Source: an optimization exercise on an open RTL-to-GDS flow (aim: small area, a short achievable clock period and few clock cycles per item). Production flows keep margins and buffers that such runs may drop.
Where RTL was checked, it was by simulation tests only, not by an equivalence proof against the original.
Power figures rest on the tool's default switching activity, not on a simulated workload.

==> job 715 <==
Design bqd_section, start of the top module:
module bqd_section (
    input  wire        clk,
    input  wire        rst,
    input  wire        in_valid,
    output wire        in_ready,
    input  wire [31:0] in_x,
    input  wire [31:0] in_b0,
    input  wire [31:0] in_b1,
    input  wire [31:0] in_b2,
    input  wire [31:0] in_a1,
    input  wire [31:0] in_a2,
    input  wire        in_bypass,
    output reg         out_valid,
    output reg  [31:0] out_y,
    output reg  [1:0]  out_sat
);
    reg  [4:0]  st;
    reg         rdy;         
    assign in_ready = rdy;
    reg  [31:0] op_a;
    reg  [15:0] bo, bt, ng;  
    reg         p_last;
    reg         pf0, pf1, pf2, pf3;
    reg  [31:0] x1, x2;      
    reg  [31:0] r1, r2;      
    reg         x1v, x2v, r1v, r2v;
    reg  [65:0] acs, acc;
    reg         c_valid;
    reg  [37:0] tq;          
    reg         r_valid;
    wire        byp = in_bypass;
    wire [31:0] a_sel = ({32{st[0] & ~byp}} & in_b0) |
                        ({32{st[1] & ~byp}} & in_b1) |
                        ({32{st[2] & ~byp}} & in_b2) |
                        ({32{st[3] & ~byp}} & in_a2) |
                        ({32{st[4] & ~byp}} & in_a1) |
                        {2'b00, st[0] & byp, 29'd0};
    wire [31:0] b_sel = ({32{st[0]}} & in_x) |
  ...
export LEC_CHECK = 0
export CAP_MARGIN = 20
export CORE_MARGIN = 2
export CORE_UTILIZATION = 70
export CTS_BUF_LIST = sky130_fd_sc_hd__clkbuf_8
export PLACE_DENSITY = 0.78
export SLEW_MARGIN = 20
create_clock -name core_clock -period 15.0 [get_ports {clk}]
standard.sh (not shown) runs the stock make flow with config.mk's settings and CLKGATE_MAP_FILE= SYNTH_SCRIPT=/design/flow/synth_recipe.tcl, a recipe that flattens the netlist after the stock synthesis.
==> flow/flow/run.sh <==
#!/bin/bash
# The standard ORFS layout with two changes:
# - Yosys's synth runs with -noabc, so the fine-grained netlist reaches
#   extract_fa before any ABC remapping and the adder tree maps to full-adder
#   cells without inverters between them. Registers, their names and cell
#   types are those of the standard synthesis.
# - every port still gets a buffer, but a plain buf_2 rather than the delay
#   buffer the resizer picks by default.
# - timing repair aims for 11 ns of setup slack, i.e. a 4 ns cycle; the
#   constraints and the clock period stay the design's.
set -euo pipefail
args=(SYNTH_ARGS=-noabc "BUFFER_PORTS_ARGS=-buffer_cell sky130_fd_sc_hd__buf_2" SETUP_SLACK_MARGIN=11.0)
bash standard.sh "${args[@]}" synth > synth.log 2>&1
bash standard.sh "${args[@]}" finish > layout.log 2>&1
==> job 2438: changes against job 715 <==
--- a/flow/design.v
+++ b/flow/design.v
@@ -18,33 +18,33 @@
     reg         rdy;         
     assign in_ready = rdy;
     reg  [31:0] op_a;
     reg  [15:0] bo, bt, ng;  
     reg         p_last;
     reg         pf0, pf1, pf2, pf3;
     reg  [31:0] x1, x2;      
     reg  [31:0] r1, r2;      
-    reg         x1v, x2v, r1v, r2v;
     reg  [65:0] acs, acc;
+    reg         rst_r;       
     reg         c_valid;
     reg  [37:0] tq;          
     reg         r_valid;
     wire        byp = in_bypass;
     wire [31:0] a_sel = ({32{st[0] & ~byp}} & in_b0) |
                         ({32{st[1] & ~byp}} & in_b1) |
                         ({32{st[2] & ~byp}} & in_b2) |
                         ({32{st[3] & ~byp}} & in_a2) |
                         ({32{st[4] & ~byp}} & in_a1) |
                         {2'b00, st[0] & byp, 29'd0};
     wire [31:0] b_sel = ({32{st[0]}} & in_x) |
-                        ({32{st[1] & x1v}} & x1) |
-                        ({32{st[2] & x2v}} & x2) |
-                        ({32{st[3] & r2v}} & r2) |
-                        ({32{st[4] & r1v}} & r1);
+                        ({32{st[1]}} & x1) |
+                        ({32{st[2]}} & x2) |
+                        ({32{st[3]}} & r2) |
+                        ({32{st[4]}} & r1);
     wire        neg_sel = st[3] | st[4];
     wire [32:0] be = {b_sel, 1'b0};
     wire [15:0] bo_n, bt_n, ng_n;
     genvar gi;
     generate
         for (gi = 0; gi < 16; gi = gi + 1) begin : g_booth
             assign bo_n[gi] = be[2*gi+1] ^ be[2*gi];
             assign bt_n[gi] = (be[2*gi+2] & ~be[2*gi+1] & ~be[2*gi]) |
@@ -1533,46 +1533,42 @@
         ng      <= ng_n;
         acs     <= ts;
         acc     <= tc;
         tq      <= tsum_hi;
         out_y   <= yo;
         out_sat <= {st_hi | st_lo, samp_sat};
         pf2     <= st[0] & in_valid;
         if (st[0] | pf3) pf3 <= st[0] & in_valid;
-        if (st[4]) begin
-            x1 <= in_x;
-            x2 <= x1;
-        end
-        if (r_valid) begin
-            r1 <= rn;
-            r2 <= r1;
+        rst_r   <= rst;
+        if (rst_r) begin
+            x1        <= 32'd0;
+            x2        <= 32'd0;
+            r1        <= 32'd0;
+            r2        <= 32'd0;
+        end else begin
+            if (st[4]) begin
+                x1 <= in_x;
+                x2 <= x1;
+            end
+            if (r_valid) begin
+                r1 <= rn;
+                r2 <= r1;
+            end
         end
         if (rst) begin
             st        <= 5'b00001;
             rdy       <= 1'b0;
             pf0       <= 1'b0;
             pf1       <= 1'b1;
             p_last    <= 1'b0;
             c_valid   <= 1'b0;
             r_valid   <= 1'b0;
             out_valid <= 1'b0;
-            x1v       <= 1'b0;
-            x2v       <= 1'b0;
-            r1v       <= 1'b0;
-            r2v       <= 1'b0;
         end else begin
-            if (st[4]) begin
-                x1v <= 1'b1;
-                x2v <= x1v;
-            end
-            if (r_valid) begin
-                r1v <= 1'b1;
-                r2v <= r1v;
-            end
             pf0       <= st[0] & in_valid;
             pf1       <= st[0] & in_valid;
             rdy       <= st[3];
             p_last    <= st[4];
             c_valid   <= p_last;
             r_valid   <= c_valid;
             out_valid <= r_valid;
             if (st[0]) begin
==> flow/flow/run.sh (replaced) <==
#!/bin/bash
# The standard ORFS layout with two changes:
# - Yosys's synth runs with -noabc, so the fine-grained netlist reaches
#   extract_fa before any ABC remapping and the adder tree maps to full-adder
#   cells without inverters between them. Registers, their names and cell
#   types are those of the standard synthesis.
# - every port still gets a buffer, but a plain buf_2 rather than the delay
#   buffer the resizer picks by default.
set -euo pipefail
args=(SYNTH_ARGS=-noabc "BUFFER_PORTS_ARGS=-buffer_cell sky130_fd_sc_hd__buf_2")
bash standard.sh "${args[@]}" synth > synth.log 2>&1
bash standard.sh "${args[@]}" finish > layout.log 2>&1
==> flow/config.mk (replaced) <==
export PLATFORM = sky130hd
export DESIGN_NAME = bqd_section
export DESIGN_NICKNAME = bqd_section
export VERILOG_FILES = /design/flow/design.v
export SDC_FILE = /design/flow/constraint.sdc
export NUM_CORES = 4
export LEC_CHECK = 0
export CAP_MARGIN = 20
export CORE_MARGIN = 2
export CORE_UTILIZATION = 60
export PLACE_DENSITY = 0.7
export SLEW_MARGIN = 20
==> qor summary <==
metric                                                       job 2438         job 715
Multi-Input Combinational                                        2723            2543
Synthesized area divided by synthesized cell count           10.6 µm²        11.2 µm²
Start point of the worst hold path                             p_last          r1[22]
Switching pwr                                                 5190 µW         5390 µW
Clock Buffer Count                                                 63              84
Share of post-route cells with drive strength above 1           0.133           0.204
Iteration-0 DRC Markers                                          4099            5225
Critical path origin                                         op_a[28]       out_y[30]
Synth cell types                                                   61              56
Total Die Area                                              65000 µm²       55700 µm²
Diode count                                                         2               4
Final sequential cell count                                       427             430
Power density normalized to cell area                      276 nW/µm²      270 nW/µm²
Number of gates resized after CTS                                   0             164
Run status                                             finished clean  finished clean
Length of routed met2 wiring                                 58400 µm        58800 µm
Max Freq                                                      214 MHz         243 MHz
Post-placement cell count                                        4362            4027
Setup slack after placement                                  10.44 ns        10.42 ns
Testbench counts of job 715, summed over its fixed seeds: cycles 80,024, items 16,000.
For job 2438, only the layout was checked, not whether the RTL still works.

## re-timing with driven ports
In the flow no input, the clock included, has a driving cell. The finished layouts below were timed again as built, in two steps.
Step 1 sets driving cells, clkbuf_16 on the clock port and buf_2 on the other inputs (assumed; they add their load-dependent delay and slew).
Step 2, shift: input delay + t, output delay - t, t = (earliest + latest rising clock arrival at the registers) / 2. This alone moves slack from input paths to output paths.
a / b / c = ideal ports / drivers / drivers and shift; a / b = the first two.
run | t, ns | setup WS [ns] | cell pins on the clock port's net
job 715 | 0.744 | 10.888 / 10.831 / 10.611 | 1
job 2438 | 0.679 | 10.324 / 10.324 / 10.324 | 1
After both steps setup and hold are still met in every run listed. For job 715, which loses most, drivers alone change the setup slack by -0.057 ns; drivers and shift together by -0.277 ns.
